This is an optimization exercise on Yosys and OpenROAD, whose aim is small area and a short achievable clock period, not a production implementation. Function was not checked in any run shown here: the RTL went through the layout flow alone. Power is estimated from default activity; no workload was simulated.

--- flow/config.mk ---
export PLATFORM = sky130hd
export DESIGN_NAME = cvtn_slice
export DESIGN_NICKNAME = cvtn_slice
export VERILOG_FILES = /design/flow/design.v
export SDC_FILE = /design/flow/constraint.sdc
export NUM_CORES = 4
export LEC_CHECK = 0
export CAP_MARGIN = 20
export CORE_MARGIN = 2
export CORE_UTILIZATION = 35
export PLACE_DENSITY = 0.5
export SLEW_MARGIN = 20
--- flow/constraint.sdc ---
create_clock -name core_clock -period 12.0 [get_ports {clk}]
set_input_delay 2.4000 -clock core_clock [delete_from_list [all_inputs] [get_ports {clk}]]
set_output_delay 2.4000 -clock core_clock [all_outputs]
set_load 0.01 [all_outputs]
--- flow/design.v ---
module cvt_narrow (
    input  wire [2:0]  rm,
    input  wire        neg,
    input  wire        n0,
    input  wire [15:0] f,
    input  wire        sticky,
    input  wire [15:0] g,
    output wire        up
);
    wire low     = (f[14:0] != 15'd0) || sticky;
    wire inexact = f[15] || low;
    wire [16:0] cc;
    assign cc[0] = 1'b0;
    genvar gi;
    generate for (gi = 0; gi < 16; gi = gi + 1) begin : g_c
        assign cc[gi+1] = (f[gi] & g[gi]) | (cc[gi] & (f[gi] | g[gi]));
    end endgenerate
    wire sr_up = cc[16];
    assign up = rm[2] ? sr_up :
                rm[1] ? (inexact && (rm[0] ^ neg)) :
                        (!rm[0] && f[15] && (low || n0));
endmodule
module cvt_lane (
    input  wire [31:0] x,
    input  wire [15:0] g,
    input  wire [2:0]  fmt,       
    input  wire [2:0]  rm,
    input  wire        denorm,
    output reg  [15:0] res,
    output reg         ovf,
    output reg         flushed,
    output reg         nan_lost
);
    wire        s = x[31];
    wire [7:0]  e = x[30:23];
    wire [22:0] m = x[22:0];
    wire e_zero  = (e == 8'h00);
    wire e_ones  = (e == 8'hFF);
    wire m_zero  = (m == 23'd0);
    wire is_nan  = e_ones && !m_zero;
    wire is_inf  = e_ones && m_zero;
    wire is_zero = e_zero && m_zero;
    wire in_flush = e_zero && !m_zero && !denorm;    
    wire f_e2 = fmt[2];
    wire f_bf = !fmt[2] && (fmt[1:0] == 2'd0);
    wire f_fp = !fmt[2] && (fmt[1:0] == 2'd1);
    wire f_e4 = !fmt[2] && (fmt[1:0] == 2'd2);
    wire f_e5 = !fmt[2] && (fmt[1:0] == 2'd3);
    wire keep_sub = denorm || f_e2;                  
    wire [23:0] sig = {!e_zero, m};
    wire [7:0]  ee  = {e[7:1], e[0] | e_zero};
    wire lo_fp = (ee < 8'd113);                      
    wire lo_e4 = (ee < 8'd121);
    wire lo_e2 = (ee < 8'd127);
    wire shsub = keep_sub && ((f_fp || f_e5) ? lo_fp : f_e4 ? lo_e4 : f_e2 && lo_e2);
    wire sub   = shsub || e_zero;
    wire [4:0] c5   = f_fp ? 5'd17 : f_e5 ? 5'd25 : f_e4 ? 5'd0 : 5'd8;
    wire [4:0] dsub = c5 - ee[4:0];
    wire       tbig = f_fp ? (ee < 8'd82) : f_e5 ? (ee < 8'd90) : f_e4 ? (ee < 8'd97) : (ee < 8'd105);
    wire [4:0] t0   = f_bf ? 5'd3 : f_fp ? 5'd0 : f_e4 ? 5'd7 : f_e5 ? 5'd8 : 5'd9;
    wire       tsat = shsub && tbig;
    wire [4:0] t    = shsub ? dsub : t0;
    wire [26:0] a0 = {sig, 3'b000};
    wire [26:0] a1 = t[0] ? {1'b0,  a0[26:1]}  : a0;
    wire [26:0] a2 = t[1] ? {2'b0,  a1[26:2]}  : a1;
    wire [26:0] a3 = t[2] ? {4'b0,  a2[26:4]}  : a2;
    wire [26:0] a4 = t[3] ? {8'b0,  a3[26:8]}  : a3;
    wire [26:0] a5 = t[4] ? {16'b0, a4[26:16]} : a4;
    wire sticky = tsat || (t[0] && a0[0]) || (t[1] && (a1[1:0] != 2'd0)) ||
                  (t[2] && (a2[3:0] != 4'd0)) || (t[3] && (a3[7:0] != 8'd0)) ||
                  (t[4] && (a4[15:0] != 16'd0));
    wire [26:0] z = tsat ? 27'd0 : a5;
    wire [10:0] n = z[26:16];
    wire [15:0] f = z[15:0];
    wire up;
    cvt_narrow u_rnd (.rm(rm), .neg(s), .n0(n[0]), .f(f), .sticky(sticky), .g(g), .up(up));
    wire [7:0] ebf = sub ? 8'd0 :
                     f_bf ? ee :
                     (f_fp || f_e5) ? {3'd0, ~ee[4], ee[3:0]} :
                     f_e4 ? {4'd0, ~ee[3], ee[2:0]} :
                            {6'd0, ~ee[1], ee[0]};
    reg [14:0] body;
    always @* begin
        case (1'b1)
            f_bf:    body = {ebf[7:0], n[6:0]};
            f_fp:    body = {ebf[4:0], n[9:0]};
            f_e4:    body = {8'd0, ebf[3:0], n[2:0]};
            f_e5:    body = {8'd0, ebf[4:0], n[1:0]};
            default: body = {12'd0, ebf[1:0], n[0]};
        endcase
    end
    reg  [14:0] pre;                                 
    integer k;
    always @* begin
        pre[0] = 1'b1;
        for (k = 1; k < 15; k = k + 1)
            pre[k] = pre[k-1] && body[k-1];
    end
    wire [14:0] rbody = body ^ (pre & {15{up}});
    reg  ones;
    always @* begin
        case (1'b1)
            f_bf:    ones = &n[6:0];
            f_fp:    ones = &n[9:0];
            f_e4:    ones = &n[2:0];
            f_e5:    ones = &n[1:0];
            default: ones = n[0];
        endcase
    end
    wire c = up && ones;
    reg ov_big, ov_edge;
    always @* begin
        case (1'b1)
            f_bf:    begin ov_big = 1'b0;          ov_edge = (ee == 8'd254) && c; end
            f_fp,
            f_e5:    begin ov_big = (ee >= 8'd143); ov_edge = (ee == 8'd142) && c; end
            f_e4:    begin ov_big = (ee >= 8'd136);
                           ov_edge = (ee == 8'd135) && ((n[2:0] == 3'd7) || ((n[2:0] == 3'd6) && up)); end
            default: begin ov_big = (ee >= 8'd130); ov_edge = (ee == 8'd129) && c; end
        endcase
    end
    wire over = !e_zero && (ov_big || ov_edge);
    reg fl_lo, fl_edge;
    always @* begin
        case (1'b1)
            f_fp, f_e5: begin fl_lo = (ee < 8'd112); fl_edge = (ee == 8'd112); end
            f_e4:       begin fl_lo = (ee < 8'd120); fl_edge = (ee == 8'd120); end
            default:    begin fl_lo = 1'b0;          fl_edge = 1'b0; end
        endcase
    end
    wire tiny_zero = keep_sub ? (sub && (n[9:0] == 10'd0) && !up)
                              : (fl_lo || (fl_edge && !c));
    wire inf_res = rm[2] || (rm[1:0] == 2'd0) || ((rm[1:0] == 2'd2) && s) || ((rm[1:0] == 2'd3) && !s);
    always @* begin
        res      = 16'd0;
        ovf      = 1'b0;
        flushed  = 1'b0;
        nan_lost = 1'b0;
        if (is_nan) begin
            case (1'b1)
                f_bf:    res = {s, 15'h7FC0};
                f_fp:    res = {s, 15'h7E00};
                f_e4:    res = {8'd0, s, 7'h7F};
                f_e5:    res = {8'd0, s, 7'h7E};
                default: nan_lost = 1'b1;
            endcase
        end else if (is_zero || in_flush || (!is_inf && tiny_zero)) begin
            flushed = !is_zero;
            case (1'b1)
                f_bf, f_fp: res = {s, 15'd0};
                f_e4, f_e5: res = {8'd0, s, 7'd0};
                default:    res = {12'd0, s, 3'd0};
            endcase
        end else if (is_inf || over) begin
            ovf = is_inf || (rm != 3'd1);
            if (is_inf || inf_res)
                case (1'b1)
                    f_bf:    res = {s, 15'h7F80};
                    f_fp:    res = {s, 15'h7C00};
                    f_e4:    res = {8'd0, s, 7'h7E};
                    f_e5:    res = {8'd0, s, 7'h7C};
                    default: res = {12'd0, s, 3'h7};
                endcase
            else
                case (1'b1)
                    f_bf:    res = {s, 15'h7F7F};
                    f_fp:    res = {s, 15'h7BFF};
                    f_e4:    res = {8'd0, s, 7'h7E};
                    f_e5:    res = {8'd0, s, 7'h7B};
                    default: res = {12'd0, s, 3'h7};
                endcase
        end else begin
            case (1'b1)
                f_bf, f_fp: res = {s, rbody};
                f_e4, f_e5: res = {8'd0, s, rbody[6:0]};
                default:    res = {12'd0, s, rbody[2:0]};
            endcase
        end
    end
endmodule
module cvtn_slice #(
    parameter LANES = 4
) (
    input  wire                 clk,
    input  wire                 rst_n,
    input  wire                 in_valid,
    input  wire [2:0]           in_fmt,
    input  wire [2:0]           in_rm,
    input  wire                 in_denorm,
    input  wire [32*LANES-1:0]  in_x,
    input  wire [16*LANES-1:0]  in_g,
    output reg                  out_valid,
    output reg  [16*LANES-1:0]  out_res,
    output reg  [LANES-1:0]     out_ovf,
    output reg  [LANES-1:0]     out_flushed,
    output reg  [LANES-1:0]     out_nan_lost
);
    wire [16*LANES-1:0] res;
    wire [LANES-1:0]    ovf, flushed, nan_lost;
    genvar l;
    generate
        for (l = 0; l < LANES; l = l + 1) begin : g_lane
            cvt_lane u_lane (
                .x(in_x[32*l +: 32]), .g(in_g[16*l +: 16]),
                .fmt(in_fmt), .rm(in_rm), .denorm(in_denorm),
                .res(res[16*l +: 16]), .ovf(ovf[l]), .flushed(flushed[l]),
                .nan_lost(nan_lost[l]));
        end
    endgenerate
    always @(posedge clk) begin
        if (!rst_n) out_valid <= 1'b0;
        else        out_valid <= in_valid;
        out_res      <= res;
        out_ovf      <= ovf;
        out_flushed  <= flushed;
        out_nan_lost <= nan_lost;
    end
endmodule
--- flow/run.sh ---
#!/bin/bash
# synth_recipe.tcl (not shown) runs the flow's synth.tcl, then flattens the netlist and writes it again
# the make line also repeats each setting of config.mk as NAME=value (left out here)
make -C /OpenROAD-flow-scripts/flow DESIGN_CONFIG=/design/flow/config.mk WORK_HOME=/design/flow/orfs CLKGATE_MAP_FILE= SYNTH_SCRIPT=/design/flow/synth_recipe.tcl finish
==> summary.md, run 1 <==
| Metric | Value |
|---|---|
| CTS buffer count | `9` |
| Final Hold Slack | `2.598 ns` |
| Fin Setup TNS | `0 ns` |
| Complex-gate fraction of the synthesized area | `38.85%` |
| Class of the tightest hold or removal check | `input port to flop` |
| Setup repair after global routing missed its margin | `false` |
| Combined buffer and inverter count along the critical path | `4` |
| CTS HTree Levels | `3` |
| Mean Syn Cell Area | `6.764 um^2` |
| Period utilisation layout | `84.48%` |
| Maximum frequency from static timing analysis | `98.64 MHz` |
| Most used flip-flop cell after synthesis | `dfxtp_1` |
| Number of violations reported at the end of detailed-routing iteration 0 | `2901` |
| Pwr Density | `91.10 nW/um^2` |
| Total clock sinks | `77` |
| Ratio of cells with drive above 1 in the final layout | `8.403%` |
| Portion of the post-synthesis area used by sequential elements | `8.048%` |
| Width of the chip | `237.9 um` |
| Delay of the slowest cell on the worst path | `0.72 ns` |
| Sw Ratio | `51.44%` |
| Worst-path cell chain | `clkdlybuf4s50_1, or4_1, or2_2, nand2b_1, ha_1, inv_1, ha_1, o31ai_2, nand3_2, buf_4, a211o_1, a22o_1, a2111oi_0, o32ai_1, a2111oi_0, nand4_1, o2111a_1, a211o_1, o21ai_2, inv_1, ha_1, xnor2_1, a211o_1` |
| Global placement routability congestion | `0.9684` |
| FP Rows | `85` |
| Sequential share of power | `14.5%` |
| Count of hold buffers inserted by post-cts repair | `0` |
| GRT Util Overall | `32.53%` |
| Height of the die | `237.9 um` |
| Root buffer cell | `clkbuf_16` |
| Full die area | `56620 um^2` |
| Count of endpoints failing hold in the final timing report | `0` |
| Initial Utilization | `35.52%` |
| Gate Count Post-Synth | `2832` |
| Adder-cell share of the synthesized area | `1.829%` |
| Vias after detailed routing | `25030` |
| Gate family responsible for the most delay along the worst path | `compound AO/OA/AOI/OAI gates` |
| Drt total wl | `95510 um` |
| Number of storage elements in the synthesis netlist | `77` |
| Initial antenna violation count | `6` |
| WS Path Type | `input port to flop` |
| Max_slew headroom | `30.35%` |
| P_sw | `1061 uW` |
| Crit path arrival time | `10.40 ns` |
| Final max-slew violation count | `0` |
| Sum of overflow across all layers after global routing | `0` |
| Critical path peak fanout | `25` |
| Worst Path Required | `12.27 ns` |
| Global-route wire length before repair | `146200 um` |
| Pin slew with the least headroom to its limit | `1.042 ns` |
| Combinational share of power | `70.6%` |
| Area Overhead vs Synth | `18.21%` |
| Remaining routing DRC violations | `0` |
| Port Buf Inserts | `278` |
| Clk pin slew, worst setup/hold paths | `0.07 ns` |
| Clock tree from TritonCTS | `done` |
| Half-perimeter wire length after placement | `72890 um` |
| Vias in the first global route | `23750` |
| EDFF count, synth | `0` |
| Cell internal pwr | `1002 uW` |
| Detailed Routing Iterations Pass 1 | `6` |
| Proportion of synthesized area in mux cells | `11.70%` |
| Max-capacitance violation count | `0` |
| Largest family of logic cells by synthesized area | `compound AO/OA/AOI/OAI gates` |
| Final nets | `3192` |
| Leakage power figure | `0.008126 uW` |
| Combined area of all synthesized cells | `19150 um^2` |
| Remaining number of nets flagged by the antenna check after routing | `0` |
| Yosys warning count | `2` |
| Clock share of power | `14.8%` |
| Number of distinct standard cells referenced by the synthesized netlist | `120` |
| Setup repair bufs after CTS | `0` |
| Peak supply drop | `0.07031 mV` |
| Status | `timing/DRC/antenna clean` |
| Synthesized-area fraction occupied by and/or/nand/nor cells | `29.43%` |
| Placeable core region | `53920 um^2` |
| Final routed wire length divided by cell count | `26.00 um` |
| CTS max path bufs | `2` |
| CP max stage cell | `clkdlybuf4s50_1` |
| Quantity of gates resized following cts | `0` |
| Syn nets | `3054` |
| Fraction of synthesized cell area in xor and xnor cells | `3.064%` |
| Minimum period implied by the final worst setup slack | `10.14 ns` |
| Ys async rst share | `0%` |
| Critical Path Sink Type | `flop` |
| Maximum number of pins on one net before global-route repair | `45` |
| CP Launch Type | `input port` |
| Final Setup Violations | `0` |
| # IOs | `279` |
| Via density | `6.815` |
## cells in the mapped netlist, types with 21 or more instances
master	count	share of area, %
a211oi_1	61	2.4
a21o_1	27	1.1
a21oi_1	189	4.9
a31oi_1	63	2.1
and2_1	59	1.9
and3_1	33	1.1
buf_2	58	1.5
clkbuf_1	118	2.3
dfxtp_1	77	8.0
inv_1	96	1.9
mux2_2	44	2.6
mux2i_1	111	5.8
mux4_2	27	3.2
nand2_1	261	5.1
nand3_1	182	4.8
nand4_1	52	1.7
nor2_1	204	4.0
nor3_1	110	2.9
nor4_1	46	1.5
o211ai_1	86	3.4
o21ai_0	191	5.0
o22ai_1	39	1.3
o31ai_1	36	1.4
or2_2	21	0.69
or3_1	29	0.95
xnor2_1	36	1.6
xor2_1	31	1.4
## area by class of cell
cell class                 instances  area (um^2)
fill                            5698        31280
multi-input combinational       2444        16310
timing repair buffer             339         3233
sequential                        77         1541
tap                              696        870.8
inverter                          99        371.6
clock buffer                      10        239.0
clock inverter                     6        70.07
antenna                            2        5.005
## through the flow
step                std cells  area, um^2  util [%]  worst slack (ns)  power [uW]
floorplan                2832       19150         -             3.715        1240
global placement         3655       22310     41.37             1.355        1717
detailed placement       3655       22310     41.38             1.243        1717
CTS                      3671       22620     41.95             1.616        2029
global route             3673       22640     41.99             1.388        2184
finish                   3673       22640     41.99             1.862        2063
## state kept, by name, summed over array words and instances (netlist names)
| name | cells |
|---|---|
| out_ovf | 4 |
| out_res | 64 |
| out_valid | 1 |
| out_flushed | 4 |
| out_nan_lost | 4 |
## per-layer routing
layer	vias up	global-route usage, %	routed length [um]
li1	11370	-	-
met1	12050	43.91	41580
met2	1367	52.93	43160
met3	233	3.818	7002
met4	8	12.46	3715
met5	-	0	51
## power groups by stage
| stage | combinational [uW] | clock [uW] | sequential [uW] |
|---|---|---|---|
| floorplan | 927 | 0 | 313 |
| global placement | 1410 | 0 | 307 |
| detailed placement | 1410 | 0 | 305 |
| CTS | 1420 | 309 | 300 |
| global route | 1570 | 316 | 302 |
| finish | 1460 | 306 | 300 |
## kinds of logic after synthesis
family,count (synthesis)
AO/OA/AOI/OAI,1054
flip-flops,77
multiplexers,183
AND/OR/NAND/NOR,1110
XOR/XNOR,67
buffers and inverters,311
adder cells (fa/ha/maj),30
## cells in the final DEF, fill, tap and decap left out, drive strengths merged, types with 53 or more instances in the layout
cell and count:
o21ai 211, nand2 264, nor2 209, nand3 183, clkdlybuf4s50 276, and2 59
mux2i 111, o211ai 86, nand4 53, a21oi 197, nor3 111, a31oi 66
dfxtp 77, buf 63, a211oi 62, inv 98
## final timing paths
path | startpoint | to | slack, ns | cells after the start
setup / recovery | in_x[30] | out_res[1]$_DFF_P_ | 1.86 | 23
hold / removal | in_valid | out_valid$_SDFF_PN0_ | 2.60 | 2
==> inputs of run 2 (changes only) <==
--- a/flow/design.v
+++ b/flow/design.v
@@ -97,16 +97,7 @@
             pre[k] = pre[k-1] && body[k-1];
     end
     wire [14:0] rbody = body ^ (pre & {15{up}});
-    reg  ones;
-    always @* begin
-        case (1'b1)
-            f_bf:    ones = &n[6:0];
-            f_fp:    ones = &n[9:0];
-            f_e4:    ones = &n[2:0];
-            f_e5:    ones = &n[1:0];
-            default: ones = n[0];
-        endcase
-    end
+    wire ones = f_bf ? pre[7] : f_fp ? pre[10] : f_e4 ? pre[3] : f_e5 ? pre[2] : pre[1];
     wire c = up && ones;
     reg ov_big, ov_edge;
     always @* begin
@@ -130,52 +121,34 @@
     end
     wire tiny_zero = keep_sub ? (sub && (n[9:0] == 10'd0) && !up)
                               : (fl_lo || (fl_edge && !c));
-    wire inf_res = rm[2] || (rm[1:0] == 2'd0) || ((rm[1:0] == 2'd2) && s) || ((rm[1:0] == 2'd3) && !s);
+    wire fin     = !e_ones;
+    wire over_f  = fin && over;
+    wire k_zero  = is_zero || in_flush || (fin && tiny_zero);
+    wire k_const = e_ones || over_f;
+    wire inf_res = rm[2] || (rm[1:0] == 2'd0) || (rm[1] && (rm[0] ^ s));
+    wire to_inf  = is_inf || inf_res;
+    reg [14:0] cm;
     always @* begin
-        res      = 16'd0;
-        ovf      = 1'b0;
-        flushed  = 1'b0;
-        nan_lost = 1'b0;
-        if (is_nan) begin
-            case (1'b1)
-                f_bf:    res = {s, 15'h7FC0};
-                f_fp:    res = {s, 15'h7E00};
-                f_e4:    res = {8'd0, s, 7'h7F};
-                f_e5:    res = {8'd0, s, 7'h7E};
-                default: nan_lost = 1'b1;
-            endcase
-        end else if (is_zero || in_flush || (!is_inf && tiny_zero)) begin
-            flushed = !is_zero;
-            case (1'b1)
-                f_bf, f_fp: res = {s, 15'd0};
-                f_e4, f_e5: res = {8'd0, s, 7'd0};
-                default:    res = {12'd0, s, 3'd0};
-            endcase
-        end else if (is_inf || over) begin
-            ovf = is_inf || (rm != 3'd1);
-            if (is_inf || inf_res)
-                case (1'b1)
-                    f_bf:    res = {s, 15'h7F80};
-                    f_fp:    res = {s, 15'h7C00};
-                    f_e4:    res = {8'd0, s, 7'h7E};
-                    f_e5:    res = {8'd0, s, 7'h7C};
-                    default: res = {12'd0, s, 3'h7};
-                endcase
-            else
-                case (1'b1)
-                    f_bf:    res = {s, 15'h7F7F};
-                    f_fp:    res = {s, 15'h7BFF};
-                    f_e4:    res = {8'd0, s, 7'h7E};
-                    f_e5:    res = {8'd0, s, 7'h7B};
-                    default: res = {12'd0, s, 3'h7};
-                endcase
-        end else begin
-            case (1'b1)
-                f_bf, f_fp: res = {s, rbody};
-                f_e4, f_e5: res = {8'd0, s, rbody[6:0]};
-                default:    res = {12'd0, s, rbody[2:0]};
-            endcase
-        end
+        case (1'b1)
+            f_bf:    cm = is_nan ? 15'h7FC0 : to_inf ? 15'h7F80 : 15'h7F7F;
+            f_fp:    cm = is_nan ? 15'h7E00 : to_inf ? 15'h7C00 : 15'h7BFF;
+            f_e4:    cm = is_nan ? 15'h007F : 15'h007E;
+            f_e5:    cm = is_nan ? 15'h007E : to_inf ? 15'h007C : 15'h007B;
+            default: cm = is_nan ? 15'h0000 : 15'h0007;
+        endcase
+    end
+    wire [14:0] mag = k_const ? cm : (rbody & {15{!k_zero}});
+    wire s8 = f_e4 || f_e5;
+    always @* begin
+        res[15]   = s && (f_bf || f_fp);
+        res[14:8] = mag[14:8];
+        res[7]    = s8 ? s : mag[7];
+        res[6:4]  = mag[6:4];
+        res[3]    = f_e2 ? (s && !is_nan) : mag[3];
+        res[2:0]  = mag[2:0];
+        ovf       = is_inf || (over_f && (rm != 3'd1));
+        flushed   = in_flush || (fin && !is_zero && tiny_zero);
+        nan_lost  = is_nan && f_e2;
     end
 endmodule
 module cvtn_slice #(
--- a/flow/config.mk
+++ b/flow/config.mk
@@ -5,6 +5,7 @@
 export SDC_FILE = /design/flow/constraint.sdc
 export NUM_CORES = 4
 export LEC_CHECK = 0
+export ABC_AREA = 1
 export CAP_MARGIN = 20
 export CORE_MARGIN = 2
 export CORE_UTILIZATION = 35
==> run 2 against run 1 <==
  * Synthesized area is 17% lower
  * Worst hold slack worse by 0.043 ns
  * Worst setup slack better by 0.93 ns
  * Clock power is 6% lower
  * Die area is 17% lower
  * Critical endpoint is now out_res[36]$_DFF_P_
  * Maximum frequency is 10% higher
  * Highest routed layer unchanged
  * Via count is 15% lower
  * Cell count is 5.3% higher
  * Sequential share of layout area is 1.3 points higher
  * Flip-flop and latch count stayed put
  * Largest cell class unchanged
  * Total power is 12% lower
==> summary.md, run 2 <==
| Metric | Value |
|---|---|
| Max_slew headroom | `29.38% (-0.97 points)` |
| Setup repair after global routing missed its margin | `false` |
| Portion of the post-synthesis area used by sequential elements | `9.746% (+1.7 points)` |
| WS Path Type | `input port to flop` |
| Number of storage elements in the synthesis netlist | `77 (unchanged)` |
| Ys async rst share | `0% (unchanged)` |
| FP Rows | `77 (-9.4%)` |
| Detailed Routing Iterations Pass 1 | `8 (+2)` |
| Maximum frequency from static timing analysis | `108.6 MHz (+10%)` |
| Via density | `5.512 (-19%)` |
| Top-area cell type share of the netlist area | `23.87% (+16 points)` |
| # IOs | `279 (unchanged)` |
| Count of endpoints failing hold in the final timing report | `0 (unchanged)` |
| Delay of the slowest cell on the worst path | `0.73 ns (about the same)` |
| Class of the tightest hold or removal check | `input port to flop` |
| Full die area | `46910 um^2 (-17%)` |
| Period utilisation layout | `76.77% (-7.7 points)` |
| Vias in the first global route | `20100 (-15%)` |
| Total Power | `1825 uW (-12%)` |
| Synth area leader | `nand2_1` |
| Most flops, register | `out_res` |
| Initial Utilization | `35.61% (+0.088 points)` |
| Beginning of the worst hold path | `in_valid` |
| Peak supply drop | `0.08999 mV (+28%)` |
| Status | `timing/DRC/antenna clean` |
| CP Launch Type | `input port` |
| Clk pin slew, worst setup/hold paths | `0.06 ns (about the same)` |
| Placeable core region | `44410 um^2 (-18%)` |
| Cell repeated most along the worst path | `nand2_1` |
| Mean Syn Cell Area | `5.140 um^2 (-24%)` |
| Fin Setup TNS | `0 ns (unchanged)` |
| Port Buf Inserts | `278 (unchanged)` |
| EDFF count, synth | `0 (unchanged)` |
| Combined area of all synthesized cells | `15820 um^2 (-17%)` |
| Remaining number of nets flagged by the antenna check after routing | `0 (unchanged)` |
| Flip-flop count of the largest register, all copies and words added | `64 (unchanged)` |
| Clock tree from TritonCTS | `done` |
| Sum of overflow across all layers after global routing | `0 (unchanged)` |
| Most used flip-flop cell after synthesis | `dfxtp_1` |
| Pin slew with the least headroom to its limit | `1.059 ns (+0.01684 ns)` |
| Half-perimeter wire length after placement | `56320 um (-23%)` |
| Root buffer cell | `clkbuf_16` |
| Final max-slew violation count | `0 (unchanged)` |
| Vias after detailed routing | `21320 (-15%)` |
| Initial antenna violation count | `1 (-5)` |
| Max-capacitance violation count | `0 (unchanged)` |
| Area Overhead vs Synth | `20.94%` |
| Remaining routing DRC violations | `0 (unchanged)` |
| GRT Util Overall | `28.99% (-3.5 points)` |
| Count of hold buffers inserted by post-cts repair | `0 (unchanged)` |
| Number of cells on the worst hold path | `3 (+1)` |
| Crit path arrival time | `9.45 ns (-0.95 ns)` |
| Most instantiated library cell after synthesis | `nand2_1` |
| Setup repair bufs after CTS | `0 (unchanged)` |
| Total clock sinks | `77 (unchanged)` |
| CTS HTree Levels | `3 (unchanged)` |
| Final Setup Violations | `0 (unchanged)` |
| Global-route wire length before repair | `109400 um (-25%)` |
| Global placement routability congestion | `0.9529 (-1.6%)` |
| Minimum period implied by the final worst setup slack | `9.212 ns (-0.9252 ns)` |
| Quantity of gates resized following cts | `0 (unchanged)` |
| Number of distinct standard cells referenced by the synthesized netlist | `62 (-48%)` |
| CTS max path bufs | `2 (unchanged)` |
| Gate Count Post-Synth | `3077 (+8.7%)` |
| Pwr Density | `95.40 nW/um^2 (+4.7%)` |
| Final nets | `3493 (+9.4%)` |
| CP max stage cell | `o21ai_2` |
| Number of violations reported at the end of detailed-routing iteration 0 | `2226 (-23%)` |
| Yosys warning count | `2 (unchanged)` |
| Leakage power figure | `0.008983 uW (+11%)` |
| Syn nets | `3299 (+8.0%)` |
| Height of the die | `216.6 um (-9.0%)` |
| Min-Delay Endpoint | `out_valid$_SDFF_PN0_` |
| CTS buffer count | `9 (unchanged)` |
| Cell types occupying the most area after synthesis | `nand2_1 24%, nand3_1 18%, dfxtp_1 9.7%` |
| Most frequent cells in the layout | `1006 x nand2_1, 577 x nand3_1, 294 x inv_1` |
| Drt total wl | `69750 um (-27%)` |
| Width of the chip | `216.6 um (-9.0%)` |
| Ratio of cells with drive above 1 in the final layout | `6.227% (-2.2 points)` |
| Maximum number of pins on one net before global-route repair | `35 (-22%)` |
| Critical path peak fanout | `30 (+20%)` |
| Most common cell after layout, fill and taps aside | `nand2_1` |
| Ant diodes | `0 (-2)` |
| Worst Path Required | `12.24 ns (-0.03 ns)` |
| Final routed wire length divided by cell count | `18.03 um (-31%)` |
| Leading post-synthesis cells by instance count | `1006 x nand2_1, 577 x nand3_1, 294 x inv_1` |
| Critical Path Sink Type | `flop` |
## run 2: metal layers
layer | track usage, % | part of all wire, % | wire [um] | vias up
met1 | 39.98 | 46 | 31950 | 9635
met5 | 0 | 0.011 | 8 | -
met2 | 46.05 | 44 | 30400 | 944
met4 | 8.790 | 2.6 | 1787 | 2
met3 | 4.814 | 8.0 | 5604 | 106
li1 | - | - | - | 10630
## run 2: logic make-up after synthesis
logic type,after synthesis,share of synthesized area (%)
flip-flops,77,9.746
buffers and inverters,450,12.14
AO/OA/AOI/OAI,392,14.72
adder cells (fa/ha/maj),20,1.582
AND/OR/NAND/NOR,2096,59.49
XOR/XNOR,42,2.326
## run 2: metrics by stage
| stage | cell area, um^2 | cells | util, % | setup WS, ns | hold slack (ns) |
|---|---|---|---|---|---|
| after detailed placement | 18830 | 3852 | 42.39 | 2.459 | 2.948 |
| after CTS | 19120 | 3868 | 43.05 | 2.842 | 2.547 |
| after global routing | 19130 | 3868 | 43.07 | 2.142 | 2.575 |
| after global placement | 18830 | 3852 | 42.39 | 2.606 | 2.940 |
| after floorplan | 15820 | 3077 | - | 5.537 | 2.493 |
| final | 19130 | 3868 | 43.07 | 2.788 | 2.555 |
## run 2: layout make-up
type / instances / area (um^2)
repair buffers: 296 / 2918
multi-input cells: 2550 / 12360
fillers: 5047 / 25290
inverters: 337 / 1272
well taps: 592 / 740.7
flip-flops and latches: 77 / 1541
clock inverters: 6 / 63.81
clock buffers: 10 / 229.0
## run 2: worst max-delay path: cells and delay by family
kind / cells / cell delay [ns]
fa+ha+maj: 2 / 0.51
simple gates: 16 / 2.46
xor+xnor: 1 / 0.12
compound gates: 7 / 1.73
buf+inv: 9 / 2.15
## run 2: worst max-delay path by stage
stage          startpoint                   to  slack (ns)  cells after the start
2_1_floorplan    in_x[57]  out_res[27]$_DFF_P_        5.54                     43
3_3_place_gp    in_fmt[2]  out_res[14]$_DFF_P_        2.61                     43
3_5_place_dp    in_fmt[2]  out_res[36]$_DFF_P_        2.46                     35
4_1_cts         in_fmt[2]  out_res[36]$_DFF_P_        2.84                     35
5_1_grt         in_fmt[2]  out_res[43]$_DFF_P_        2.14                     36
6_report        in_fmt[2]  out_res[36]$_DFF_P_        2.79                     35
## run 2: where the power goes
part           total, uW  switching, uW  internal, uW
Combinational       1240            817           426
Clock                289            129           161
Sequential           293           8.57           284
Total               1820            954           871
==> inputs of run 3 (changes only) <==
--- a/flow/config.mk
+++ b/flow/config.mk
@@ -8,6 +8,7 @@
 export ABC_AREA = 1
 export CAP_MARGIN = 20
 export CORE_MARGIN = 2
-export CORE_UTILIZATION = 35
-export PLACE_DENSITY = 0.5
+export CORE_UTILIZATION = 55
+export PLACE_DENSITY = 0.65
+export SETUP_SLACK_MARGIN = 4
 export SLEW_MARGIN = 20
==> run 3 against run 2 <==
  * Clock power increased by 5%
  * Non-clock buffer count increased by 38
  * Final area increased by 2.8%
  * Combinational power increased by 4%
  * Via count increased by 8.6%
  * Wire length decreased by 5.1%
  * Synthesized area unchanged
  * Clock-buffer cell count increased by 2
  * Critical path depth decreased by 8
==> summary.md, run 3 <==
| Metric | Value |
|---|---|
| Final max-slew violation count | `0 (unchanged)` |
| Remaining routing DRC violations | `0 (unchanged)` |
| Fin Setup TNS | `0 ns (unchanged)` |
| Synth area leader | `nand2_1` |
| Leading post-synthesis cells by instance count | `1006 x nand2_1, 577 x nand3_1, 294 x inv_1` |
| Ys async rst share | `0% (unchanged)` |
| Leakage power figure | `0.009312 uW (+3.7%)` |
| Combined buffer and inverter count along the critical path | `2 (-7)` |
| Clock tree from TritonCTS | `done` |
| Sum of overflow across all layers after global routing | `0 (unchanged)` |
| Pin slew with the least headroom to its limit | `1.213 ns (+0.1538 ns)` |
| Max-capacitance violation count | `0 (unchanged)` |
| Count of endpoints failing hold in the final timing report | `0 (unchanged)` |
| Most frequent cells in the layout | `1002 x nand2_1, 577 x nand3_1, 289 x inv_1` |
| Ratio of cells with drive above 1 in the final layout | `8.591% (+2.4 points)` |
| Status | `timing/DRC/antenna clean` |
| CP endpoint | `out_res[18]$_DFF_P_` |
| CTS buffer count | `9 (unchanged)` |
| Launch point of the critical path | `in_denorm` |
| Initial Utilization | `55.40% (+20 points)` |
| Number of storage elements in the synthesis netlist | `77 (unchanged)` |
| Full die area | `30130 um^2 (-36%)` |
| EDFF count, synth | `0 (unchanged)` |
| Peak supply drop | `0.08191 mV (-9.0%)` |
| Most used flip-flop cell after synthesis | `dfxtp_1` |
| CTS max path bufs | `2 (unchanged)` |
| Period utilisation layout | `65.01% (-12 points)` |
| # IOs | `279 (unchanged)` |
| Clk pin slew, worst setup/hold paths | `0.06 ns (about the same)` |
| Yosys warning count | `2 (unchanged)` |
| Root buffer cell | `clkbuf_16` |
| Count of hold buffers inserted by post-cts repair | `0 (unchanged)` |
| Total clock sinks | `77 (unchanged)` |
| Syn nets | `3299 (unchanged)` |
| Number of violations reported at the end of detailed-routing iteration 0 | `3348 (+50%)` |
| Final nets | `3546 (+1.5%)` |
| Maximum frequency from static timing analysis | `128.2 MHz (+18%)` |
| CP Launch Type | `input port` |
| Top-area cell type share of the netlist area | `23.87% (unchanged)` |
| CTS HTree Levels | `3 (unchanged)` |
| Mean Syn Cell Area | `5.140 um^2 (unchanged)` |
| Portion of the post-synthesis area used by sequential elements | `9.746% (unchanged)` |
| Remaining number of nets flagged by the antenna check after routing | `0 (unchanged)` |
| Half-perimeter wire length after placement | `49170 um (-13%)` |
| Delay of the slowest cell on the worst path | `0.86 ns (+0.13 ns)` |
| Critical path peak fanout | `26 (-13%)` |
| Setup repair after global routing missed its margin | `false` |
| Final Setup Violations | `0 (unchanged)` |
| Global placement routability congestion | `1.075 (+13%)` |
| Initial antenna violation count | `1 (unchanged)` |
| CP max stage cell | `clkdlybuf4s50_1` |
| Detailed Routing Iterations Pass 1 | `7 (-1)` |
| Final routed wire length divided by cell count | `17.83 um (-1.1%)` |
| Pwr Density | `95.89 nW/um^2 (+0.52%)` |
| Port Buf Inserts | `278 (unchanged)` |
| Class of the tightest hold or removal check | `input port to flop` |
| Worst Path Required | `12.29 ns (+0.05 ns)` |
| Placeable core region | `28550 um^2 (-36%)` |
| Gate family responsible for the most delay along the worst path | `simple AND/OR/NAND/NOR gates` |
| Most instantiated library cell after synthesis | `nand2_1` |
| WS Path Type | `input port to flop` |
| Minimum period implied by the final worst setup slack | `7.802 ns (-1.411 ns)` |
| Area Overhead vs Synth | `24.35%` |
| Width of the chip | `173.6 um (-20%)` |
| Global-route wire length before repair | `101800 um (-6.9%)` |
| Area of all placed cells without fillers | `19670 um^2 (+2.8%)` |
| Instance area after placement | `18510 um^2 (-1.7%)` |
| Stages on the worst setup path | `27 (-23%)` |
| Flip-flop count of the largest register, all copies and words added | `64 (unchanged)` |
| Most flops, register | `out_res` |
| FP Rows | `62 (-19%)` |
| Combined area of all synthesized cells | `15820 um^2 (unchanged)` |
| Via density | `6.236 (+13%)` |
| GRT Util Overall | `40.66% (+12 points)` |
| Vias after detailed routing | `23160 (+8.6%)` |
| Cell types occupying the most area after synthesis | `nand2_1 24%, nand3_1 18%, dfxtp_1 9.7%` |
| Most common cell after layout, fill and taps aside | `nand2_1` |
| Max_slew headroom | `18.83% (-11 points)` |
| Maximum number of pins on one net before global-route repair | `49 (+40%)` |
| Crit path arrival time | `8.09 ns (-1.36 ns)` |
| Number of distinct standard cells referenced by the synthesized netlist | `62 (unchanged)` |
| Vias in the first global route | `20420 (+1.6%)` |
| Drt total wl | `66220 um (-5.1%)` |
| Critical Path Sink Type | `flop` |
| Height of the die | `173.6 um (-20%)` |
| Gate Count Post-Synth | `3077 (unchanged)` |
==> run 3: cell counts after synthesis <==
Identical to the previous run, type by type.
==> run 3: worst min path at each step <==
stage | from | endpoint | slack [ns] | cells after the start
3_3_place_gp | in_valid | out_valid$_SDFF_PN0_ | 2.93 | 3
3_5_place_dp | in_valid | out_valid$_SDFF_PN0_ | 2.94 | 3
6_report | in_valid | out_valid$_SDFF_PN0_ | 2.58 | 3
5_1_grt | in_valid | out_valid$_SDFF_PN0_ | 2.61 | 3
4_1_cts | in_valid | out_valid$_SDFF_PN0_ | 2.58 | 3
2_1_floorplan | in_valid | out_valid$_SDFF_PN0_ | 2.49 | 2
==> run 3: layout make-up <==
| class | count | area [um^2] |
|---|---|---|
| timing repair buffer | 334 | 3241 |
| fill | 2731 | 8880 |
| sequential | 77 | 1541 |
| inverter | 337 | 1334 |
| multi-input combinational | 2563 | 12730 |
| clock buffer | 12 | 256.5 |
| timing repair inverter | 2 | 10.01 |
| antenna | 1 | 2.502 |
| tap | 384 | 480.5 |
| clock inverter | 4 | 70.07 |
==> run 3: cells by family after synthesis <==
kind of cell / Yosys count / synth area share (%)
XOR/XNOR: 42 / 2.326
AND/OR/NAND/NOR: 2096 / 59.49
flip-flops: 77 / 9.746
AO/OA/AOI/OAI: 392 / 14.72
adder cells (fa/ha/maj): 20 / 1.582
buffers and inverters: 450 / 12.14
==> run 3: metrics by stage <==
stage / cells / hold WS [ns] / setup slack [ns] / power (uW) / util [%]
6_report: 3714 / 2.581 / 4.198 / 1886 / 68.89
5_1_grt: 3714 / 2.612 / 3.962 / 2025 / 68.89
4_1_cts: 3666 / 2.575 / 4.000 / 1799 / 66.66
3_5_place_dp: 3636 / 2.943 / 2.061 / 1479 / 64.83
3_3_place_gp: 3636 / 2.930 / 2.212 / 1462 / 64.83
2_1_floorplan: 3077 / 2.493 / 5.537 / 1135 / -
==> run 3: what timing repair did <==
item / 4_1_cts / 5_1_grt
gates resized for setup: 19 / 74
pin swaps: 5 / 15
setup endpoints to repair: 68 / 68
gates cloned: 6 / 9
buffers inserted: 8 / 38
endpoints found under the hold margin: 0 / 0
==> run 3: power breakdown <==
group / internal, uW / switching, uW
combinational: 452 / 839
clock: 193 / 110
sequential: 284 / 8.28
==> run 3: layer usage <==
| metal | wire, um | vias up | GRT usage [%] |
|---|---|---|---|
| li1 | - | 10770 | - |
| met1 | 25630 | 10230 | 52.58 |
| met2 | 28810 | 1801 | 65.58 |
| met3 | 8339 | 357 | 8.377 |
| met4 | 3437 | 0 | 17.58 |
| met5 | 0 | - | 0 |
==> inputs of run 4 (changes only) <==
--- a/flow/design.v
+++ b/flow/design.v
@@ -48,7 +48,7 @@
     wire f_e5 = !fmt[2] && (fmt[1:0] == 2'd3);
     wire keep_sub = denorm || f_e2;                  
     wire [23:0] sig = {!e_zero, m};
-    wire [7:0]  ee  = {e[7:1], e[0] | e_zero};
+    wire [7:0]  ee  = e;
     wire lo_fp = (ee < 8'd113);                      
     wire lo_e4 = (ee < 8'd121);
     wire lo_e2 = (ee < 8'd127);
==> flow/flow/run.sh (new file) <==
#!/bin/bash
# Standard layout, except that the port buffers are the smallest plain
# buffer (buf_1) instead of the resizer's default choice.
set -euo pipefail
export BUFFER_PORTS_ARGS="-buffer_cell sky130_fd_sc_hd__buf_1"
bash standard.sh finish > standard_finish.log 2>&1
==> flow/standard.sh (new file) <==
#!/bin/bash
# synth_recipe.tcl (not shown) runs the flow's synth.tcl, then flattens the netlist and writes it again
# the make line also repeats each setting of config.mk as NAME=value (left out here)
make -C /OpenROAD-flow-scripts/flow DESIGN_CONFIG=/design/flow/config.mk WORK_HOME=/design/flow/orfs CLKGATE_MAP_FILE= SYNTH_SCRIPT=/design/flow/synth_recipe.tcl "${@:-finish}"
--- a/flow/config.mk
+++ b/flow/config.mk
@@ -10,5 +10,5 @@
 export CORE_MARGIN = 2
 export CORE_UTILIZATION = 55
 export PLACE_DENSITY = 0.65
-export SETUP_SLACK_MARGIN = 4
+export SETUP_SLACK_MARGIN = 5
 export SLEW_MARGIN = 20
removed: flow/run.sh
==> run 4 against run 3 <==
  * Largest cell class unchanged
  * Sequential share of layout area fell by 0.13 points
  * Worst setup slack gained 0.82 ns
  * Worst hold slack got worse by 0.37 ns
  * Die area decreased by 2.6%
  * First-iteration DRC count grew 13%
  * Maximum frequency increased by 12%
  * Cell count down 1.2%
==> summary.md, run 4 <==
| Metric | Value |
|---|---|
| Most instantiated library cell after synthesis | `nand2_1` |
| Period utilisation layout | `58.14% (-6.9 points)` |
| Most flops, register | `out_res` |
| FP Rows | `61 (-1.6%)` |
| Clock tree from TritonCTS | `done` |
| Remaining routing DRC violations | `0 (unchanged)` |
| Half-perimeter wire length after placement | `47210 um (-4.0%)` |
| Count of hold buffers inserted by post-cts repair | `0 (unchanged)` |
| Synth area leader | `nand2_1` |
| Layout filler cell count | `2479 (-9.2%)` |
| Combined area of all synthesized cells | `15400 um^2 (-2.6%)` |
| Maximum number of pins on one net before global-route repair | `50 (+2.0%)` |
| CTS buffer count | `9 (unchanged)` |
| Number of violations reported at the end of detailed-routing iteration 0 | `3782 (+13%)` |
| EDFF count, synth | `0 (unchanged)` |
| CTS max path bufs | `2 (unchanged)` |
| Final routed wire length divided by cell count | `19.09 um (+7.1%)` |
| Leading post-synthesis cells by instance count | `929 x nand2_1, 539 x nand3_1, 277 x inv_1` |
| Worst setup slack after placement | `3.041 ns (+0.9806 ns)` |
| Root buffer cell | `clkbuf_16` |
| Cell types occupying the most area after synthesis | `nand2_1 23%, nand3_1 18%, dfxtp_1 10%` |
| Total Power | `1990 uW (+5.5%)` |
| Detailed Routing Iterations Pass 1 | `21 (+14)` |
| Placeable core region | `27710 um^2 (-2.9%)` |
| Global placement routability congestion | `1.056 (-1.7%)` |
| Ys async rst share | `0% (unchanged)` |
| Fin Setup TNS | `0 ns (unchanged)` |
| Height of the die | `171.3 um (-1.3%)` |
| Max_slew headroom | `22.14% (+3.3 points)` |
| Delay of the slowest cell on the worst path | `0.41 ns (-0.45 ns)` |
| Critical path peak fanout | `10 (-62%)` |
| Width of the chip | `171.3 um (-1.3%)` |
| Count of endpoints failing hold in the final timing report | `0 (unchanged)` |
| Area Overhead vs Synth | `29.91%` |
| Pwr Density | `99.46 nW/um^2 (+3.7%)` |
| Global-route wire length before repair | `96380 um (-5.4%)` |
| CTS HTree Levels | `3 (unchanged)` |
| Most common cell after layout, fill and taps aside | `nand2_1` |
| Final max-slew violation count | `0 (unchanged)` |
| Full die area | `29350 um^2 (-2.6%)` |
| Final Setup Violations | `0 (unchanged)` |
| Mean Syn Cell Area | `5.273 um^2 (+2.6%)` |
| Yosys warning count | `2 (unchanged)` |
| Syn nets | `3142 (-4.8%)` |
| Clk pin slew, worst setup/hold paths | `0.07 ns (about the same)` |
| Setup repair after global routing missed its margin | `true` |
| Top-area cell type share of the netlist area | `22.65% (-1.2 points)` |
| Beginning of the worst hold path | `in_valid` |
| Launch point of the critical path | `in_fmt[2]` |
| # IOs | `279 (unchanged)` |
| WS Path Type | `input port to flop` |
| Vias after detailed routing | `23530 (+1.6%)` |
| Port Buf Inserts | `278 (unchanged)` |
| Maximum frequency from static timing analysis | `143.3 MHz (+12%)` |
| Pin slew with the least headroom to its limit | `1.159 ns (-0.05405 ns)` |
| CP Launch Type | `input port` |
| Flip-flop count of the largest register, all copies and words added | `64 (unchanged)` |
| Most frequent cells in the layout | `878 x nand2_1, 425 x nand3_1, 275 x buf_1` |
| Cell repeated most along the worst path | `nand2_2` |
| Max-capacitance violation count | `0 (unchanged)` |
| Least setup slack across all paths after layout | `5.023 ns (+0.8245 ns)` |
| Leakage power figure | `0.009284 uW (-0.30%)` |
| Final nets | `3508 (-1.1%)` |
| Via density | `6.411 (+2.8%)` |
| Number of storage elements in the synthesis netlist | `77 (unchanged)` |
| Initial Utilization | `55.58% (+0.18 points)` |
| GRT Util Overall | `40.77% (+0.11 points)` |
| Total clock sinks | `77 (unchanged)` |
| Sum of overflow across all layers after global routing | `0 (unchanged)` |
| Peak supply drop | `0.09120 mV (+11%)` |
| Class of the tightest hold or removal check | `input port to flop` |
| Most used flip-flop cell after synthesis | `dfxtp_1` |
| Remaining number of nets flagged by the antenna check after routing | `0 (unchanged)` |
| Crit path arrival time | `7.26 ns (-0.83 ns)` |
| Drt total wl | `70100 um (+5.9%)` |
| Vias in the first global route | `18950 (-7.2%)` |
| Ratio of cells with drive above 1 in the final layout | `19.48% (+11 points)` |
| CP max stage cell | `nor2_4` |
| Critical Path Sink Type | `flop` |
| Gate Count Post-Synth | `2920 (-5.1%)` |
| Portion of the post-synthesis area used by sequential elements | `10.01% (+0.26 points)` |
| Status | `timing/DRC/antenna clean` |
| Number of distinct standard cells referenced by the synthesized netlist | `70 (+13%)` |
| Initial antenna violation count | `2 (+1)` |
| Worst Path Required | `12.28 ns (about the same)` |
| Minimum period implied by the final worst setup slack | `6.977 ns (-0.8245 ns)` |
## run 4: changes by cell type after synthesis, moves of 10 or more
cell | previous run | this run
nand3_1 | 577 | 539
a21oi_1 | 64 | 45
inv_1 | 294 | 277
o21ai_0 | 110 | 120
buf_4 | 15 | 31
clkbuf_1 | 31 | 18
nand2_1 | 1006 | 929
nor2_1 | 237 | 216
o21ai_1 | 74 | 55
## run 4: worst paths after layout
check                   end  depth (start not counted)
max      out_res[2]$_DFF_P_                         40
min    out_valid$_SDFF_PN0_                          3
## run 4: logic make-up (layout without fill, tap and decap cells)
kind of cell | after synthesis | in the layout | synth area share [%]
flops | 77 | 77 | 10.01
xor+xnor | 43 | 43 | 2.446
buf+inv | 434 | 781 | 12.25
simple gates | 1959 | 1975 | 57.98
fa+ha+maj | 20 | 20 | 1.625
compound gates | 386 | 394 | 15.62
mux | 1 | 1 | 0.06501
other cells | 0 | 2 | 0
## run 4: layer usage
metal  up-vias  track usage (%)  wire length, um
li1      10600                -                -
met1     10360            52.84            25250
met2      2018            63.83            29570
met3       557            9.181             9672
met4         6            19.31             5500
met5         -            1.913              103
## run 4: cell type report
class	instances	area [um^2]	area share [%]
clock inverter	7	63.81	0.3190
clock buffer	9	225.2	1.126
sequential	77	1541	7.706
timing repair inverter	9	66.31	0.3315
tap	378	473.0	2.364
multi-input combinational	2433	13760	68.80
antenna	2	5.005	0.02502
timing repair buffer	430	2455	12.27
inverter	326	1411	7.055
## run 4: repair_timing
item,4_1_cts,5_1_grt
buffers inserted,31,105
gates resized for setup,69,412
hold endpoints to repair,0,0
cloned,14,25
endpoints found under the setup margin,68,68
pin swaps,22,78
## run 4: worst max-delay path: cells and delay by family
family                 cells  cell delay, ns
buffers and inverters      9            1.05
AO/OA/AOI/OAI              5            0.50
AND/OR/NAND/NOR           26            3.30
## run 4: metrics by stage
step | hold slack (ns) | cell area [um^2] | cells | utilization, %
floorplan | 2.493 | 15400 | 2920 | -
global placement | 2.570 | 16340 | 3478 | 58.99
detailed placement | 2.587 | 16340 | 3478 | 58.99
CTS | 2.223 | 17270 | 3539 | 62.35
global route | 2.242 | 20000 | 3669 | 72.19
finish | 2.206 | 20000 | 3671 | 72.20
## run 4: power breakdown
part | switching [uW] | internal (uW)
Clock | 132 | 145
Sequential | 9.86 | 282
Combinational | 942 | 479
==> inputs of run 5 (changes only) <==
--- a/flow/design.v
+++ b/flow/design.v
@@ -21,45 +21,78 @@
                         (!rm[0] && f[15] && (low || n0));
 endmodule
 module cvt_lane (
+    input  wire        clk,
     input  wire [31:0] x,
     input  wire [15:0] g,
     input  wire [2:0]  fmt,       
-    input  wire [2:0]  rm,
     input  wire        denorm,
+    input  wire [2:0]  fmt_q,     
+    input  wire [2:0]  rm_q,
+    input  wire        denorm_q,
     output reg  [15:0] res,
     output reg         ovf,
     output reg         flushed,
     output reg         nan_lost
 );
-    wire        s = x[31];
-    wire [7:0]  e = x[30:23];
-    wire [22:0] m = x[22:0];
-    wire e_zero  = (e == 8'h00);
+    wire [7:0]  e1 = x[30:23];
+    wire        e1_zero = (e1 == 8'h00);
+    wire a_e2 = fmt[2];
+    wire a_bf = !fmt[2] && (fmt[1:0] == 2'd0);
+    wire a_fp = !fmt[2] && (fmt[1:0] == 2'd1);
+    wire a_e4 = !fmt[2] && (fmt[1:0] == 2'd2);
+    wire a_e5 = !fmt[2] && (fmt[1:0] == 2'd3);
+    wire a_keep = denorm || a_e2;                    
+    wire lo_fp = (e1 < 8'd113);                      
+    wire lo_e4 = (e1 < 8'd121);
+    wire lo_e2 = (e1 < 8'd127);
+    wire sb_fp = a_keep && a_fp && lo_fp;
+    wire sb_e5 = a_keep && a_e5 && lo_fp;
+    wire sb_e4 = a_keep && a_e4 && lo_e4;
+    wire sb_e2 = a_e2 && lo_e2;
+    wire shsub = sb_fp || sb_e5 || sb_e4 || sb_e2;
+    wire [4:0] d_fp = 5'd17 - e1[4:0];
+    wire [4:0] d_e5 = 5'd25 - e1[4:0];
+    wire [4:0] d_e4 = 5'd0  - e1[4:0];
+    wire [4:0] d_e2 = 5'd8  - e1[4:0];
+    wire [4:0] tsel = ({5{sb_fp}} & d_fp) | ({5{sb_e5}} & d_e5) |
+                      ({5{sb_e4}} & d_e4) | ({5{sb_e2}} & d_e2) |
+                      ({5{a_bf}} & 5'd3) |
+                      ({5{a_e5 && !sb_e5}} & 5'd8) |
+                      ({5{a_e4 && !sb_e4}} & 5'd7) |
+                      ({5{a_e2 && !sb_e2}} & 5'd9);
+    wire       tbig = (sb_fp && (e1 < 8'd82)) || (sb_e5 && (e1 < 8'd90)) ||
+                      (sb_e4 && (e1 < 8'd97)) || (sb_e2 && (e1 < 8'd105));
+    reg        s;
+    reg [7:0]  e;
+    reg [23:0] sig;
+    reg [4:0]  t;
+    reg        tsat, sub;
+    reg [15:0] gq;
+    always @(posedge clk) begin
+        s    <= x[31];
+        e    <= e1;
+        sig  <= {!e1_zero, x[22:0]};
+        t    <= tsel;
+        tsat <= tbig;
+        sub  <= shsub || e1_zero;
+        gq   <= g;
+    end
+    wire [2:0]  rm = rm_q;
+    wire [22:0] m  = sig[22:0];
+    wire [7:0]  ee = e;
+    wire e_zero  = !sig[23];
     wire e_ones  = (e == 8'hFF);
     wire m_zero  = (m == 23'd0);
     wire is_nan  = e_ones && !m_zero;
     wire is_inf  = e_ones && m_zero;
     wire is_zero = e_zero && m_zero;
-    wire in_flush = e_zero && !m_zero && !denorm;    
-    wire f_e2 = fmt[2];
-    wire f_bf = !fmt[2] && (fmt[1:0] == 2'd0);
-    wire f_fp = !fmt[2] && (fmt[1:0] == 2'd1);
-    wire f_e4 = !fmt[2] && (fmt[1:0] == 2'd2);
-    wire f_e5 = !fmt[2] && (fmt[1:0] == 2'd3);
-    wire keep_sub = denorm || f_e2;                  
-    wire [23:0] sig = {!e_zero, m};
-    wire [7:0]  ee  = e;
-    wire lo_fp = (ee < 8'd113);                      
-    wire lo_e4 = (ee < 8'd121);
-    wire lo_e2 = (ee < 8'd127);
-    wire shsub = keep_sub && ((f_fp || f_e5) ? lo_fp : f_e4 ? lo_e4 : f_e2 && lo_e2);
-    wire sub   = shsub || e_zero;
-    wire [4:0] c5   = f_fp ? 5'd17 : f_e5 ? 5'd25 : f_e4 ? 5'd0 : 5'd8;
-    wire [4:0] dsub = c5 - ee[4:0];
-    wire       tbig = f_fp ? (ee < 8'd82) : f_e5 ? (ee < 8'd90) : f_e4 ? (ee < 8'd97) : (ee < 8'd105);
-    wire [4:0] t0   = f_bf ? 5'd3 : f_fp ? 5'd0 : f_e4 ? 5'd7 : f_e5 ? 5'd8 : 5'd9;
-    wire       tsat = shsub && tbig;
-    wire [4:0] t    = shsub ? dsub : t0;
+    wire in_flush = e_zero && !m_zero && !denorm_q;  
+    wire f_e2 = fmt_q[2];
+    wire f_bf = !fmt_q[2] && (fmt_q[1:0] == 2'd0);
+    wire f_fp = !fmt_q[2] && (fmt_q[1:0] == 2'd1);
+    wire f_e4 = !fmt_q[2] && (fmt_q[1:0] == 2'd2);
+    wire f_e5 = !fmt_q[2] && (fmt_q[1:0] == 2'd3);
+    wire keep_sub = denorm_q || f_e2;
     wire [26:0] a0 = {sig, 3'b000};
     wire [26:0] a1 = t[0] ? {1'b0,  a0[26:1]}  : a0;
     wire [26:0] a2 = t[1] ? {2'b0,  a1[26:2]}  : a1;
@@ -73,7 +106,7 @@
     wire [10:0] n = z[26:16];
     wire [15:0] f = z[15:0];
     wire up;
-    cvt_narrow u_rnd (.rm(rm), .neg(s), .n0(n[0]), .f(f), .sticky(sticky), .g(g), .up(up));
+    cvt_narrow u_rnd (.rm(rm), .neg(s), .n0(n[0]), .f(f), .sticky(sticky), .g(gq), .up(up));
     wire [7:0] ebf = sub ? 8'd0 :
                      f_bf ? ee :
                      (f_fp || f_e5) ? {3'd0, ~ee[4], ee[3:0]} :
@@ -168,21 +201,33 @@
     output reg  [LANES-1:0]     out_flushed,
     output reg  [LANES-1:0]     out_nan_lost
 );
+    reg       v_q;
+    reg [2:0] fmt_q, rm_q;
+    reg       denorm_q;
+    always @(posedge clk) begin
+        if (!rst_n) v_q <= 1'b0;
+        else        v_q <= in_valid;
+        fmt_q    <= in_fmt;
+        rm_q     <= in_rm;
+        denorm_q <= in_denorm;
+    end
     wire [16*LANES-1:0] res;
     wire [LANES-1:0]    ovf, flushed, nan_lost;
     genvar l;
     generate
         for (l = 0; l < LANES; l = l + 1) begin : g_lane
             cvt_lane u_lane (
+                .clk(clk),
                 .x(in_x[32*l +: 32]), .g(in_g[16*l +: 16]),
-                .fmt(in_fmt), .rm(in_rm), .denorm(in_denorm),
+                .fmt(in_fmt), .denorm(in_denorm),
+                .fmt_q(fmt_q), .rm_q(rm_q), .denorm_q(denorm_q),
                 .res(res[16*l +: 16]), .ovf(ovf[l]), .flushed(flushed[l]),
                 .nan_lost(nan_lost[l]));
         end
     endgenerate
     always @(posedge clk) begin
         if (!rst_n) out_valid <= 1'b0;
-        else        out_valid <= in_valid;
+        else        out_valid <= v_q;
         out_res      <= res;
         out_ovf      <= ovf;
         out_flushed  <= flushed;
==> flow/flow/run.sh (replaced) <==
#!/bin/bash
set -euo pipefail
export BUFFER_PORTS_ARGS="-buffer_cell sky130_fd_sc_hd__buf_1"
bash standard.sh SETUP_SLACK_MARGIN=8.5 finish > standard_finish.log 2>&1
--- a/flow/config.mk
+++ b/flow/config.mk
@@ -8,7 +8,7 @@
 export ABC_AREA = 1
 export CAP_MARGIN = 20
 export CORE_MARGIN = 2
-export CORE_UTILIZATION = 55
-export PLACE_DENSITY = 0.65
+export CORE_UTILIZATION = 45
+export PLACE_DENSITY = 0.6
 export SETUP_SLACK_MARGIN = 5
 export SLEW_MARGIN = 20
==> run 5 against run 4 <==
  * Clock-buffer cell count rose by 41
  * Cell count rose by 17%
  * Sequential share of layout area rose by 14 points
==> summary.md, run 5 <==
| Metric | Value |
|---|---|
| Number of storage elements in the synthesis netlist | `309 (+300%)` |
| GRT Util Overall | `32.53% (-8.2 points)` |
| Critical Path Sink Type | `flop` |
| Count of hold buffers inserted by post-cts repair | `0 (unchanged)` |
| Full die area | `46320 um^2 (+58%)` |
| Final Setup Violations | `0 (unchanged)` |
| Root buffer cell | `clkbuf_16` |
| Global placement routability congestion | `0.9755 (-7.6%)` |
| EDFF count, synth | `0 (unchanged)` |
| Vias in the first global route | `23010 (+21%)` |
| Area Overhead vs Synth | `41.35%` |
| Remaining number of nets flagged by the antenna check after routing | `0 (unchanged)` |
| Pwr Density | `127.6 nW/um^2 (+28%)` |
| Ratio of cells with drive above 1 in the final layout | `29.71% (+10 points)` |
| Syn nets | `3435 (+9.3%)` |
| Critical path peak fanout | `8 (-2)` |
| Remaining routing DRC violations | `0 (unchanged)` |
| Layout filler cell count | `4078 (+65%)` |
| Cell repeated most along the worst path | `nand2_1` |
| Max-capacitance violation count | `0 (unchanged)` |
| CP max stage cell | `dfxtp_4` |
| Class of the tightest hold or removal check | `flop to flop` |
| Sum of overflow across all layers after global routing | `0 (unchanged)` |
| Top-area cell type share of the netlist area | `30.81% (+8.2 points)` |
| FP Rows | `77 (+26%)` |
| Mean Syn Cell Area | `6.240 um^2 (+18%)` |
| Initial antenna violation count | `5 (+3)` |
| Most frequent cells in the layout | `729 x nand2_1, 303 x nand3_1, 292 x inv_1` |
| Ys async rst share | `0% (unchanged)` |
| Final max-slew violation count | `0 (unchanged)` |
| Leakage power figure | `0.01263 uW (+36%)` |
| Final nets | `3896 (+11%)` |
| Flip-flop count of the largest register, all copies and words added | `96 (+50%)` |
| Leading post-synthesis cells by instance count | `875 x nand2_1, 523 x nand3_1, 333 x inv_1` |
| Count of endpoints failing hold in the final timing report | `0 (unchanged)` |
| Crit path arrival time | `4.27 ns (-2.99 ns)` |
| Half-perimeter wire length after placement | `56710 um (+20%)` |
| Least setup slack across all paths after layout | `8.222 ns (+3.199 ns)` |
| CP Launch Type | `flop` |
| Maximum frequency from static timing analysis | `264.7 MHz (+85%)` |
| CTS buffer count | `35 (+26)` |
| Port Buf Inserts | `278 (unchanged)` |
| Most common cell after layout, fill and taps aside | `nand2_1` |
| Status | `timing/DRC/antenna clean` |
| Combined area of all synthesized cells | `20080 um^2 (+30%)` |
| Most flops, register | `g_lane.u_lane.sig` |
| Minimum period implied by the final worst setup slack | `3.778 ns (-3.199 ns)` |
| Drt total wl | `83910 um (+20%)` |
| Vias after detailed routing | `25030 (+6.4%)` |
| Clock insertion delay at the later pin of the skew report | `0.57 ns` |
| Util after Layout | `64.31% (-7.9 points)` |
| Via density | `5.826 (-9.1%)` |
| CTS HTree Levels | `2 (-1)` |
| Clk pin slew, worst setup/hold paths | `0.06 ns (about the same)` |
| Global-route wire length before repair | `121200 um (+26%)` |
| Number of violations reported at the end of detailed-routing iteration 0 | `2480 (-34%)` |
| Height of the die | `215.2 um (+26%)` |
| Maximum number of pins on one net before global-route repair | `35 (-30%)` |
| Setup repair after global routing missed its margin | `true` |
| Most instantiated library cell after synthesis | `nand2_1` |
| Fin Setup TNS | `0 ns (unchanged)` |
| Placeable core region | `44120 um^2 (+59%)` |
| Width of the chip | `215.2 um (+26%)` |
| Most used flip-flop cell after synthesis | `dfxtp_1` |
| Clock tree from TritonCTS | `done` |
| Pin slew with the least headroom to its limit | `0.8349 ns (-0.3241 ns)` |
| Yosys warning count | `2 (unchanged)` |
| Peak supply drop | `0.1205 mV (+32%)` |
| Detailed Routing Iterations Pass 1 | `9 (-57%)` |
| Worst setup slack after placement | `6.926 ns (+3.885 ns)` |
| Synth area leader | `dfxtp_1` |
| Worst Path Required | `12.49 ns (+0.21 ns)` |
| Max_slew headroom | `43.75% (+22 points)` |
| Cell types occupying the most area after synthesis | `dfxtp_1 31%, nand2_1 16%, nand3_1 13%` |
| Initial Utilization | `45.50% (-10 points)` |
| Number of distinct standard cells referenced by the synthesized netlist | `71 (+1.4%)` |
| Portion of the post-synthesis area used by sequential elements | `30.81% (+21 points)` |
| Worst Skew | `0.02054 ns` |
| Leading registers by flop count | `g_lane.u_lane.sig x96, g_lane.u_lane.gq x64, out_res x64` |
| Delay of the slowest cell on the worst path | `0.37 ns (-0.04 ns)` |
| # IOs | `279 (unchanged)` |
| Final routed wire length divided by cell count | `19.53 um (+2.3%)` |
| CTS max path bufs | `3 (+1)` |
| Period utilisation layout | `31.48% (-27 points)` |
| Gate Count Post-Synth | `3217 (+10%)` |
| Total clock sinks | `309 (+300%)` |
| WS Path Type | `flop to flop` |
-- run 5: cell count changes in the layout (fill, tap and decap cells not counted), sizes merged, moves of 14 or more --
| cell | change |
|---|---|
| nor2 | +27 |
| o211ai | +20 |
| buf | +79 |
| dfxtp | +232 |
| clkinvlp | +17 |
| nand2 | -85 |
| a21oi | +37 |
| nand4 | +18 |
| clkbuf | +58 |
| nand3 | -36 |
| a22oi | +17 |
| inv | +21 |
| nor3 | +14 |
-- run 5: cell families after synthesis --
group / Yosys count / synth area share [%]
compound gates: 457 / 13.84
xor+xnor: 32 / 1.396
fa+ha+maj: 16 / 0.9972
buf+inv: 479 / 10.04
flops: 309 / 30.81
simple gates: 1924 / 42.92
-- run 5: stage by stage --
stage / hold WS [ns] / instance area, um^2 / power, uW / cells
2_1_floorplan: 0.3856 / 20300 / 1857 / 3217
3_3_place_gp: 0.3926 / 21510 / 2103 / 3981
3_5_place_dp: 0.4086 / 21510 / 2106 / 3981
4_1_cts: 0.4180 / 24840 / 3329 / 4145
5_1_grt: 0.4451 / 28370 / 3793 / 4296
6_report: 0.4158 / 28380 / 3620 / 4297
-- run 5: area by class of cell --
class / instances / area, um^2 / share of cell area [%]
diodes: 2 / 5.005 / 0.01764
multi-input cells: 2433 / 14980 / 52.78
clock buffers: 50 / 1045 / 3.682
clock inverters: 12 / 80.08 / 0.2822
well taps: 592 / 740.7 / 2.610
repair inverters: 11 / 81.33 / 0.2866
inverters: 359 / 1580 / 5.569
flip-flops and latches: 309 / 6261 / 22.06
repair buffers: 529 / 3605 / 12.70
-- run 5: worst max-delay path, delay by kind of cell (launching register included) --
kind | cells | cell delay [ns]
AO/OA/AOI/OAI | 4 | 0.67
AND/OR/NAND/NOR | 22 | 1.95
flip-flops | 1 | 0.37
buffers and inverters | 6 | 0.71
-- run 5: worst paths after layout --
| kind | from | endpoint | slack (ns) | cells past startpoint |
|---|---|---|---|---|
| worst max-delay path | g_lane[0].u_lane.t[0]$_DFF_P_ | out_res[2]$_DFF_P_ | 8.22 | 32 |
| worst min-delay path | v_q$_SDFF_PN0_ | out_valid$_SDFF_PN0_ | 0.42 | 2 |
| worst max register to register | g_lane[0].u_lane.t[0]$_DFF_P_ | out_res[2]$_DFF_P_ | 8.22 | 32 |
| worst min register to register | v_q$_SDFF_PN0_ | out_valid$_SDFF_PN0_ | 0.42 | 2 |
-- run 5: where the power goes --
part | switching (uW) | internal, uW | total (uW)
Sequential | 73.3 | 1100 | 1170
Clock | 445 | 608 | 1050
Combinational | 866 | 528 | 1390
Total | 1380 | 2240 | 3620
-- run 5: routing by layer --
layer  part of all wire (%)  wire length [um]  GRT usage (%)
met5                  0.048                40              0
met2                     47             39120          54.92
met1                     40             33570          40.08
met3                    7.7              6480          5.195
met4                    5.6              4698          16.46
-- run 5: timing repair --
action                                  CTS  global route
resized for setup                       372           553
gates cloned                             16            12
pin swaps                                89           172
setup buffers                            86           138
endpoints found under the setup margin  112            88

==> separate check: timing with driven ports <==
The flow's constraints put no driver on any port. The routed layouts listed below were extracted and timed again, unchanged, in two steps.
Step 1 assumes that a clkbuf_16 drives the clock port and a buf_2 every other input.
Step 2, shift: input delay + t, output delay - t, t = (earliest + latest rising clock arrival at the registers) / 2. This alone moves slack from input paths to output paths.
Three values: ideal ports, drivers, drivers and shift; two values: the first two.
run	t (ns)	setup slack, ns	cell pins on the clock port's net
run 1	0.412	1.862 / 1.883 / 1.471	1
run 2	0.427	2.788 / 2.815 / 2.388	1
run 3	0.401	4.198 / 4.226 / 3.825	1
run 4	0.417	5.023 / 5.046 / 4.629	1
run 5	0.617	8.222 / 8.222 / 7.893	1
After both steps every run listed still meets setup and hold. For run 2, which loses most, drivers alone change the setup slack by +0.027 ns; drivers and shift together by -0.400 ns.
